This design comes from an exercise in tuning for small area, a short achievable clock period and few clock cycles per item on the open sky130 flow, not from production work. At most, simulation tests tie the RTL to the original design; equivalence was not proved.

## build 93
==> flow/design.v (excerpt) <==
module cell_check (
    input  wire        clk,
    input  wire        rst,
    input  wire        in_valid,
    output wire        in_ready,
    input  wire [31:0] in_data,      
    input  wire [3:0]  in_stream,    
    output reg         res_valid,    
    output reg  [1:0]  res_kind,     
    output reg  [3:0]  res_stream,
    output reg  [15:0] res_lost      
);
Size: roughly 63 I/O pins, roughly 17,000 µm² of cells after synthesis.
export LEC_CHECK = 0
export CAP_MARGIN = 20
export CORE_MARGIN = 2
export CORE_UTILIZATION = 40
export CTS_BUF_LIST = sky130_fd_sc_hd__clkbuf_8
export CTS_CLUSTER_DIAMETER = 50
export CTS_CLUSTER_SIZE = 20
export SLEW_MARGIN = 20
create_clock -name core_clock -period 8.0 [get_ports {clk}]
standard.sh (not shown) runs the stock make flow with config.mk's settings and CLKGATE_MAP_FILE= SYNTH_SCRIPT=/design/flow/synth_recipe.tcl, a recipe that flattens the netlist after the stock synthesis.
==> flow/flow/run.sh <==
#!/bin/bash
# Standard layout, with the timing repair aimed further below the clock period
# than the 5 ns SETUP_SLACK_MARGIN allows in config.mk. Make's own output goes
# to make.log; each ORFS step writes its log under orfs/logs/.
set -euo pipefail
bash standard.sh SETUP_SLACK_MARGIN=5.5 finish > make.log 2>&1
Build 93 did not stop at any stage, and its layout met the timing, design-rule and antenna checks.
--- input diff build 93..build 29 ---
Settings: putting SETUP_SLACK_MARGIN at 5 where nothing was set.
==> flow/run.sh (new file) <==
#!/bin/bash
# synth_recipe.tcl (not shown) runs the flow's synth.tcl, then flattens the netlist and writes it again
# the make line also repeats each setting of config.mk as NAME=value (left out here)
make -C /OpenROAD-flow-scripts/flow DESIGN_CONFIG=/design/flow/config.mk WORK_HOME=/design/flow/orfs CLKGATE_MAP_FILE= SYNTH_SCRIPT=/design/flow/synth_recipe.tcl finish
removed: flow/flow/run.sh
removed: flow/standard.sh
## What came out
Looking at number of buffers other than clock buffers in the final layout, build 29 sits about 35% below build 93.
Modified inputs, build 37 compared to build 29
Settings: changing CTS_BUF_LIST from sky130_fd_sc_hd__clkbuf_8 to sky130_fd_sc_hd__clkbuf_4 sky130_fd_sc_hd__clkbuf_8; changing CTS_CLUSTER_SIZE from 20 to 16; changing CTS_CLUSTER_DIAMETER from 50 to 40.
## What came out
Share of the clock period used by the worst path after layout in build 37 is 0.17 points higher than in build 29
Compared with build 29, build 37 shows a higher signed area change from the synthesized netlist to the final layout.
No functional check of the RTL was part of any run of this note.

* * *

The RTL this note starts from:
==> flow/design.v <==
module cell_check (
    input  wire        clk,
    input  wire        rst,
    input  wire        in_valid,
    output wire        in_ready,
    input  wire [31:0] in_data,      
    input  wire [3:0]  in_stream,    
    output reg         res_valid,    
    output reg  [1:0]  res_kind,     
    output reg  [3:0]  res_stream,
    output reg  [15:0] res_lost      
);
    localparam [31:0] POLY_R = 32'hEDB8_8320;    
    localparam [31:0] HC     = 32'h76AD_8866;
    localparam [1023:0] FM = {32'h826880EF, 32'hC35CC098, 32'hE3C6E0A3, 32'h71E37051, 32'hBA9938C7, 32'hDF241C8C, 32'h6F920E46, 32'hB5A187CC, 32'hD8B84309, 32'h6C5C2184, 32'hB446902D, 32'hD84BC8F9, 32'hEE4D6493, 32'h7726B249, 32'h3B935924, 32'h1DC9AC92, 32'h8C8C56A6, 32'h46462B53, 32'h232315A9, 32'h11918AD4, 32'h08C8C56A, 32'h046462B5, 32'h805AB1B5, 32'hC245D835, 32'h6122EC1A, 32'h3091760D, 32'h9A203BE9, 32'h4D101DF4, 32'h26880EFA, 32'h1344077D, 32'h09A203BE, 32'h04D101DF};
    function [31:0] crc_shift32;
        input [31:0] x;
        integer j;
        begin
            for (j = 0; j < 32; j = j + 1)
                crc_shift32[j] = ^(x & FM[32*j +: 32]);
        end
    endfunction
    function [31:0] bswap;
        input [31:0] w;
        bswap = {w[7:0], w[15:8], w[23:16], w[31:24]};
    endfunction
    localparam [1:0] S_W0  = 2'd0,   
                     S_W1  = 2'd1,   
                     S_PRE = 2'd2,   
                     S_DAT = 2'd3;   
    reg  [1:0]  st;
    reg         rdy;
    reg  [6:0]  wcnt;        
    reg  [31:0] cx;          
    reg         dec;         
    reg  [31:0] acc;         
    wire        take = in_valid & rdy;
    wire        last = (wcnt == 7'd66);
    wire        idle = res_kind[0];
    wire [15:0] seq  = res_lost;
    wire [3:0]  cs   = res_stream;
    assign in_ready = rdy;
    always @(posedge clk) begin
        if (st == S_W1)
            cx <= ~bswap({5'd0, acc[27:17], acc[7:0], in_data[31:24]});
        else if (st == S_PRE)
            cx <= crc_shift32(cx) ^ bswap(acc);
        else if (st == S_DAT && take)
            cx <= crc_shift32(cx) ^ (last ? ~in_data : bswap(in_data));
        if (st == S_PRE)
            wcnt <= 7'd0;
        else if (take)
            wcnt <= wcnt + 7'd1;
        dec <= 1'b0;
        if (rst) begin
            st  <= S_W0;
            rdy <= 1'b0;
        end else begin
            case (st)
            S_W0:
                if (take) begin
                    st  <= S_W1;
                    rdy <= 1'b0;
                end else
                    rdy <= 1'b1;
            S_W1: if (in_valid) st <= S_PRE;
            S_PRE: begin
                st  <= S_DAT;
                rdy <= 1'b1;
            end
            default:
                if (take && last) begin
                    st  <= S_W0;
                    dec <= 1'b1;
                end
            endcase
        end
    end
    reg  [16:0] ring [0:15];
    reg  [3:0]  head;
    reg  [15:0] lseq;        
    reg         lsync;
    reg  [3:0]  lid;
    reg         dirty;       
    wire        hit   = (head == lid);
    wire        fetch = (lid != cs) && !dirty && (head == cs);
    integer k;
    always @(posedge clk) begin
        ring[0] <= hit ? {lsync & ~rst, lseq} : {ring[15][16] & ~rst, ring[15][15:0]};
        for (k = 1; k < 16; k = k + 1)
            ring[k] <= {ring[k-1][16] & ~rst, ring[k-1][15:0]};
        head <= rst ? 4'd0 : head + 4'd1;
    end
    reg  [4:0]  hcnt;
    reg         hbusy, hdone, hdr_ok;
    reg         dq;          
    wire [15:0] delta = idle ? seq : (lsync ? (lseq ^ seq) : 16'd0);
    wire [31:0] macc  = acc[0] ? ((acc >> 1) ^ POLY_R) : (acc >> 1);
    always @(posedge clk) begin
        if (st == S_W0 && take)
            acc <= in_data;
        else if (hbusy)
            acc <= (hcnt == 5'd0) ? 32'd0 : (macc ^ (dq ? HC : 32'd0));
        if (rst || dec) begin
            hbusy  <= 1'b0;
            hdone  <= 1'b0;
        end else if (!hbusy && !hdone && hdr_ok && lid == cs) begin
            hbusy <= 1'b1;
            hcnt  <= 5'd0;
        end else if (hbusy) begin
            dq   <= delta[{~hcnt[3], hcnt[2:0]}];
            hcnt <= hcnt + 5'd1;
            if (hcnt == 5'd16) begin
                hbusy <= 1'b0;
                hdone <= 1'b1;
            end
        end
        if (rst || dec)
            hdr_ok <= 1'b0;
        else if (st == S_PRE)
            hdr_ok <= 1'b1;
    end
    reg         ok_a, ok_b, dec2;
    wire [15:0] expv   = lsync ? lseq : seq;
    wire [15:0] exp1   = expv + 16'd1;
    wire [15:0] seq1   = seq + 16'd1;
    wire [15:0] nseq   = ok_a ? exp1 : seq1;
    wire        kind2  = !idle && !ok_a && ok_b;
    wire        upd    = dec2 && !idle && (ok_a || ok_b);
    always @(posedge clk) begin
        ok_a <= (cx == acc);                   
        ok_b <= (cx == 32'd0);                 
        dec2 <= dec & ~rst;
        if (rst) begin
            lsync <= 1'b0;
            dirty <= 1'b0;
            lid   <= 4'd0;
        end else if (upd) begin
            lseq  <= nseq;
            lsync <= 1'b1;
            dirty <= 1'b1;
        end else if (fetch) begin
            lseq  <= ring[15][15:0];
            lsync <= ring[15][16];
            lid   <= cs;
        end else if (hit)
            dirty <= 1'b0;
        res_valid <= dec2 & ~rst;
        if (st == S_PRE) begin
            res_stream  <= in_stream;
            res_lost    <= {acc[7:0], in_data[31:24]};
            res_kind[0] <= (acc[31:28] == 4'd0);
        end else if (dec2) begin
            res_kind <= idle ? (ok_a ? 2'd1 : 2'd3) : (ok_a ? 2'd0 : (ok_b ? 2'd2 : 2'd3));
            res_lost <= kind2 ? (seq - lseq) : 16'd0;
        end
    end
endmodule
Settings: LEC_CHECK=0, CAP_MARGIN=20, CORE_MARGIN=2, CORE_UTILIZATION=40, CTS_BUF_LIST=sky130_fd_sc_hd__clkbuf_16, CTS_CLUSTER_DIAMETER=60, CTS_CLUSTER_SIZE=30, SETUP_SLACK_MARGIN=5, SLEW_MARGIN=20; clock period 8.0 ns.
run.sh (not shown) runs the stock make flow with config.mk's settings and CLKGATE_MAP_FILE= SYNTH_SCRIPT=/design/flow/synth_recipe.tcl, a recipe that flattens the netlist after the stock synthesis.
Stock flow here: none of the scripts above is used.
The baseline ran to the end with no violations.
Testbench counts at the start, summed over its fixed seeds: cycles 89,624, cells 1,280.
Next try:
Settings changed: CTS_BUF_LIST sky130_fd_sc_hd__clkbuf_16 to sky130_fd_sc_hd__clkbuf_8, CTS_CLUSTER_DIAMETER 60 to 50, CTS_CLUSTER_SIZE 30 to 20.
Hold slack hardly moves.
Routed wire length is higher by 0.64%.
Fmax is higher by 0.70%.

* * *

cell_check, a different RTL version from the one above (not shown whole).
Size: ~1400 cells after synthesis, about 420 flip-flops, ~63 I/O pins.
clock: 8.0 ns
lec_check: 0
cap_margin: 20
core_margin: 2
core_utilization: 40
slew_margin: 20
standard.sh (not shown) runs the stock make flow with config.mk's settings and CLKGATE_MAP_FILE= SYNTH_SCRIPT=/design/flow/synth_recipe.tcl, a recipe that flattens the netlist after the stock synthesis.
==> flow/flow/run.sh <==
#!/bin/bash
# Standard layout, with the timing repair aimed further below the clock period
# than the 5 ns SETUP_SLACK_MARGIN allows in config.mk, plain buffers on the
# ports and the clock tree settings below. Make's own output goes to make.log;
# each ORFS step writes its log under orfs/logs/.
set -euo pipefail
bash standard.sh 'BUFFER_PORTS_ARGS=-buffer_cell sky130_fd_sc_hd__buf_4' \
    'CTS_ARGS=-sink_clustering_enable -repair_clock_nets -sink_clustering_size 28 -sink_clustering_max_diameter 70 -buf_list sky130_fd_sc_hd__clkbuf_16 -dont_use_dummy_load' \
    SETUP_SLACK_MARGIN=5.45 finish > make.log 2>&1
The starting point ran to the end with no violations.
Testbench counts at the start, summed over its fixed seeds: cycles 89,624, cells 1,280.
==> next run, changes <==
--- a/flow/flow/run.sh
+++ b/flow/flow/run.sh
@@ -5,5 +5,5 @@
 # each ORFS step writes its log under orfs/logs/.
 set -euo pipefail
-bash standard.sh 'BUFFER_PORTS_ARGS=-buffer_cell sky130_fd_sc_hd__buf_4' \
+bash standard.sh 'BUFFER_PORTS_ARGS=-buffer_cell sky130_fd_sc_hd__buf_1' \
     'CTS_ARGS=-sink_clustering_enable -repair_clock_nets -sink_clustering_size 28 -sink_clustering_max_diameter 70 -buf_list sky130_fd_sc_hd__clkbuf_16 -dont_use_dummy_load' \
     SETUP_SLACK_MARGIN=5.45 finish > make.log 2>&1
Outcome: Setup slack hardly moves. Core utilization decreases by 0.67 points. Synthesized area is unchanged.
==> next run, changes <==
--- a/flow/flow/run.sh
+++ b/flow/flow/run.sh
@@ -5,5 +5,5 @@
 # each ORFS step writes its log under orfs/logs/.
 set -euo pipefail
-bash standard.sh 'BUFFER_PORTS_ARGS=-buffer_cell sky130_fd_sc_hd__buf_1' \
+bash standard.sh 'BUFFER_PORTS_ARGS=-buffer_cell sky130_fd_sc_hd__buf_2' \
     'CTS_ARGS=-sink_clustering_enable -repair_clock_nets -sink_clustering_size 28 -sink_clustering_max_diameter 70 -buf_list sky130_fd_sc_hd__clkbuf_16 -dont_use_dummy_load' \
     SETUP_SLACK_MARGIN=5.45 finish > make.log 2>&1
What happened: Design area rose by about 0.6%. Synthesized cell count does not change. Global-route usage fell by 0.30 points. Synthesized area stays the same. Count of clock-buffer cells in the layout does not change. Worst hold slack is better by 17 ps. Cell count rises by 0.35%. Sequential cell count is unchanged. Critical path depth does not change.

* * *

== job 3041 ==
Another version of the RTL of cell_check (not shown whole).
Size in the first run: about 1400 cells after synthesis.
clock: 8.0 ns
lec_check: 0
cap_margin: 20
core_margin: 2
core_utilization: 40
slew_margin: 20
==> flow/flow/run.sh <==
#!/bin/bash
# Standard layout, with the timing repair aimed further below the clock period
# than the 5 ns SETUP_SLACK_MARGIN allows in config.mk, plain buffers on the
# ports and the clock tree settings below. Make's own output goes to make.log;
# each ORFS step writes its log under orfs/logs/.
set -euo pipefail
bash standard.sh 'BUFFER_PORTS_ARGS=-buffer_cell sky130_fd_sc_hd__buf_4' \
    'CTS_ARGS=-sink_clustering_enable -repair_clock_nets -sink_clustering_size 28 -sink_clustering_max_diameter 70 -buf_list sky130_fd_sc_hd__clkbuf_16 -dont_use_dummy_load -sink_clustering_levels 1' \
    SETUP_SLACK_MARGIN=5.45 finish > make.log 2>&1
Having completed the whole flow, job 3041 delivered a layout that passed the timing, design-rule and antenna checks.
For job 2075, these inputs were changed with respect to job 3041:
- setting PLACE_DENSITY to 0.8 for the first time
--- a/flow/flow/run.sh
+++ b/flow/flow/run.sh
@@ -8 +8 @@
-    'CTS_ARGS=-sink_clustering_enable -repair_clock_nets -sink_clustering_size 28 -sink_clustering_max_diameter 70 -buf_list sky130_fd_sc_hd__clkbuf_16 -dont_use_dummy_load -sink_clustering_levels 1' \
+    'CTS_ARGS=-sink_clustering_enable -repair_clock_nets -sink_clustering_size 28 -sink_clustering_max_diameter 70 -buf_list sky130_fd_sc_hd__clkbuf_16 -dont_use_dummy_load' \
--- outcome ---
- On all-layer global routing usage: between job 3041 and job 2075, it ends up higher for job 3041.
- Job 2075 against job 3041: routed wire length neither gained nor lost much, first-pass GRT wire length lost about 1.3%.
- Job 2075 completed every stage of the flow, and the final layout passed the timing, design-rule and antenna checks.
- Summary of job 2075 over job 3041: worst setup margin increased 0.0061 ns, number of global-route vias before repair increased 236, total met2 wirelength after detailed routing increased about 3%.
### job 2075 -> job 3413
- PLACE_DENSITY changed from 0.8 to 0.9
Relative to job 2075, area growth from synthesis to final layout has gone up in job 3413.
Clock transition at the registers of the reported paths delta (job 3413 -> job 2075): insignificant
Changes observed in job 3413 relative to job 2075: ratio of routed vias to standard cells rose by 0.16; global-route wire length before repair has increased.
What job 248 does differently from job 3413 at the input level:
- a deleted PLACE_DENSITY that had been 0.9
Findings:
Taking job 3413 as the reference, in job 248 routed wire length has decreased, clock distribution area overhead in the final layout has increased. Via count of the first global-routing pass, job 248 vs job 3413: down by a few percent. Fmax: job 248 vs job 3413 up 1.5 MHz. Reported for job 3413 and job 248, complex-gate fraction of the synthesized area turned out identical to the last digit.
Function was not checked in any run of this note: the RTL went through the layout flow alone.

* * *

cell_check, a different RTL version from the one above (not shown whole).
For scale: about 1,500 cells after synthesis, roughly 63 I/O pins, about 17,000 um^2 of cells after synthesis.
Design cell_check, start of the top module:
module cell_check (
    input  wire        clk,
    input  wire        rst,
    input  wire        in_valid,
    output wire        in_ready,
    input  wire [31:0] in_data,      
    input  wire [3:0]  in_stream,    
    output reg         res_valid,    
    output reg  [1:0]  res_kind,     
    output reg  [3:0]  res_stream,
    output reg  [15:0] res_lost      
);
    localparam [31:0] POLY_R = 32'hEDB8_8320;    
    localparam [31:0] HC     = 32'h76AD_8866;
    localparam [1023:0] FM = {32'h826880EF, 32'hC35CC098, 32'hE3C6E0A3, 32'h71E37051, 32'hBA9938C7, 32'hDF241C8C, 32'h6F920E46, 32'hB5A187CC, 32'hD8B84309, 32'h6C5C2184, 32'hB446902D, 32'hD84BC8F9, 32'hEE4D6493, 32'h7726B249, 32'h3B935924, 32'h1DC9AC92, 32'h8C8C56A6, 32'h46462B53, 32'h232315A9, 32'h11918AD4, 32'h08C8C56A, 32'h046462B5, 32'h805AB1B5, 32'hC245D835, 32'h6122EC1A, 32'h3091760D, 32'h9A203BE9, 32'h4D101DF4, 32'h26880EFA, 32'h1344077D, 32'h09A203BE, 32'h04D101DF};
    function [31:0] crc_shift32;
        input [31:0] x;
        integer j;
        begin
            for (j = 0; j < 32; j = j + 1)
                crc_shift32[j] = ^(x & FM[32*j +: 32]);
        end
    endfunction
    function [31:0] bswap;
        input [31:0] w;
        bswap = {w[7:0], w[15:8], w[23:16], w[31:24]};
    endfunction
    localparam [1:0] S_W0  = 2'd0,   
                     S_W1  = 2'd1,   
  ...
clock: 8.0 ns
lec_check: 0
cap_margin: 20
core_margin: 2
core_utilization: 40
slew_margin: 20
==> flow/flow/run.sh <==
#!/bin/bash
# Standard layout, with the timing repair aimed further below the clock period
# than the 5 ns SETUP_SLACK_MARGIN allows in config.mk, plain buffers on the
# ports and the clock tree settings below. Make's own output goes to make.log;
# each ORFS step writes its log under orfs/logs/.
set -euo pipefail
bash standard.sh 'BUFFER_PORTS_ARGS=-buffer_cell sky130_fd_sc_hd__buf_1' \
    'CTS_ARGS=-sink_clustering_enable -repair_clock_nets -sink_clustering_size 28 -sink_clustering_max_diameter 70 -buf_list sky130_fd_sc_hd__clkbuf_16 -dont_use_dummy_load' \
    SETUP_SLACK_MARGIN=5.5 finish > make.log 2>&1
The first run went through all stages and came out clean.
Testbench counts at the start, summed over its fixed seeds: cycles 89,624, cells 1,280.
==> next run, changes <==
--- a/flow/flow/run.sh
+++ b/flow/flow/run.sh
@@ -6,4 +6,4 @@
 set -euo pipefail
-bash standard.sh 'BUFFER_PORTS_ARGS=-buffer_cell sky130_fd_sc_hd__buf_1' \
+bash standard.sh 'BUFFER_PORTS_ARGS=-buffer_cell sky130_fd_sc_hd__buf_4' \
     'CTS_ARGS=-sink_clustering_enable -repair_clock_nets -sink_clustering_size 28 -sink_clustering_max_diameter 70 -buf_list sky130_fd_sc_hd__clkbuf_16 -dont_use_dummy_load' \
-    SETUP_SLACK_MARGIN=5.5 finish > make.log 2>&1
+    SETUP_SLACK_MARGIN=5.75 finish > make.log 2>&1
Setup slack gets worse by 23 ps.
Design area rises by 11%.
Synthesized area is unchanged.
Via count rises by 3.8%.
Wire length rises by 8.8%.
Non-clock buffer count rises by 55.
Maximum frequency falls by 0.87%.
==> next run, changes <==
--- a/flow/flow/run.sh
+++ b/flow/flow/run.sh
@@ -8,2 +8,2 @@
     'CTS_ARGS=-sink_clustering_enable -repair_clock_nets -sink_clustering_size 28 -sink_clustering_max_diameter 70 -buf_list sky130_fd_sc_hd__clkbuf_16 -dont_use_dummy_load' \
-    SETUP_SLACK_MARGIN=5.75 finish > make.log 2>&1
+    SETUP_SLACK_MARGIN=5.6 finish > make.log 2>&1
Area after synthesis stays the same.
Final cell count is lower by about 2.3%.
Routed wire length went down by about 4%.
==> next run, changes <==
--- a/flow/flow/run.sh
+++ b/flow/flow/run.sh
@@ -8,2 +8,2 @@
     'CTS_ARGS=-sink_clustering_enable -repair_clock_nets -sink_clustering_size 28 -sink_clustering_max_diameter 70 -buf_list sky130_fd_sc_hd__clkbuf_16 -dont_use_dummy_load' \
-    SETUP_SLACK_MARGIN=5.6 finish > make.log 2>&1
+    SETUP_SLACK_MARGIN=5.4 finish > make.log 2>&1
Result: The changed run finished clean; wire length went down by about 4%; via count went down by about 2.1%; sequential share of layout area went up by 1.6 points; clock skew went down by 7.7 ps; worst hold slack loses 9.7 ps; sequential cell count is unchanged.

[re-timing with driven ports]
Ports are ideal in the flow. The routed layouts listed here were re-timed in OpenROAD. Step 1 (the two cells are an assumption about what drives the block):
set clk [get_ports {clk}]
set_driving_cell -lib_cell sky130_fd_sc_hd__clkbuf_16 $clk
set_driving_cell -lib_cell sky130_fd_sc_hd__buf_2 [delete_from_list [all_inputs] $clk]
Step 2 moves the port delays by t, midway between the first and last clock arrival at a register: inputs arrive t later, outputs are due t later. That takes back most of the time a late clock gives input paths. Slacks: ideal / step 1 / step 2; pairs: ideal / step 1.
| run | t (ns) | setup WS [ns] | worst register clock-pin slew, ns |
|---|---|---|---|
| build 93 | 0.621 | 5.097 / 5.049 / 4.948 | 0.12 / 0.12 |
| build 29 | 0.611 | 5.049 / 5.001 / 4.490 | 0.12 / 0.12 |
| build 37 | 0.621 | 5.036 / 4.988 / 4.503 | 0.10 / 0.10 |
| the first run of note 2 | 0.587 | 5.036 / 4.984 / 4.501 | 0.10 / 0.10 |
| the second run of note 2 | 0.664 | 5.056 / 5.005 / 4.440 | 0.12 / 0.12 |
| the first run of note 3 | 0.551 | 5.412 / 5.364 / 4.987 | 0.10 / 0.10 |
| the second run of note 3 | 0.574 | 5.409 / 5.359 / 4.875 | 0.10 / 0.10 |
| the third run of note 3 | 0.557 | 5.411 / 5.360 / 4.979 | 0.10 / 0.10 |
| job 3041 | 0.596 | 5.378 / 5.320 / 4.920 | 0.10 / 0.10 |
| job 2075 | 0.588 | 5.384 / 5.327 / 4.936 | 0.10 / 0.10 |
| job 3413 | 0.574 | 5.368 / 5.345 / 4.916 | 0.10 / 0.10 |
| job 248 | 0.596 | 5.378 / 5.320 / 4.920 | 0.10 / 0.10 |
| the first run of note 5 | 0.578 | 5.411 / 5.356 / 4.822 | 0.10 / 0.10 |
| the second run of note 5 | 0.582 | 5.388 / 5.337 / 5.097 | 0.10 / 0.10 |
| the third run of note 5 | 0.587 | 5.404 / 5.352 / 5.022 | 0.10 / 0.10 |
| the fourth run of note 5 | 0.564 | 5.422 / 5.375 / 4.954 | 0.10 / 0.10 |
After both steps every run listed still meets setup and hold. For the second run of note 2, which loses most, drivers alone change the setup slack by -0.051 ns; drivers and shift together by -0.616 ns.
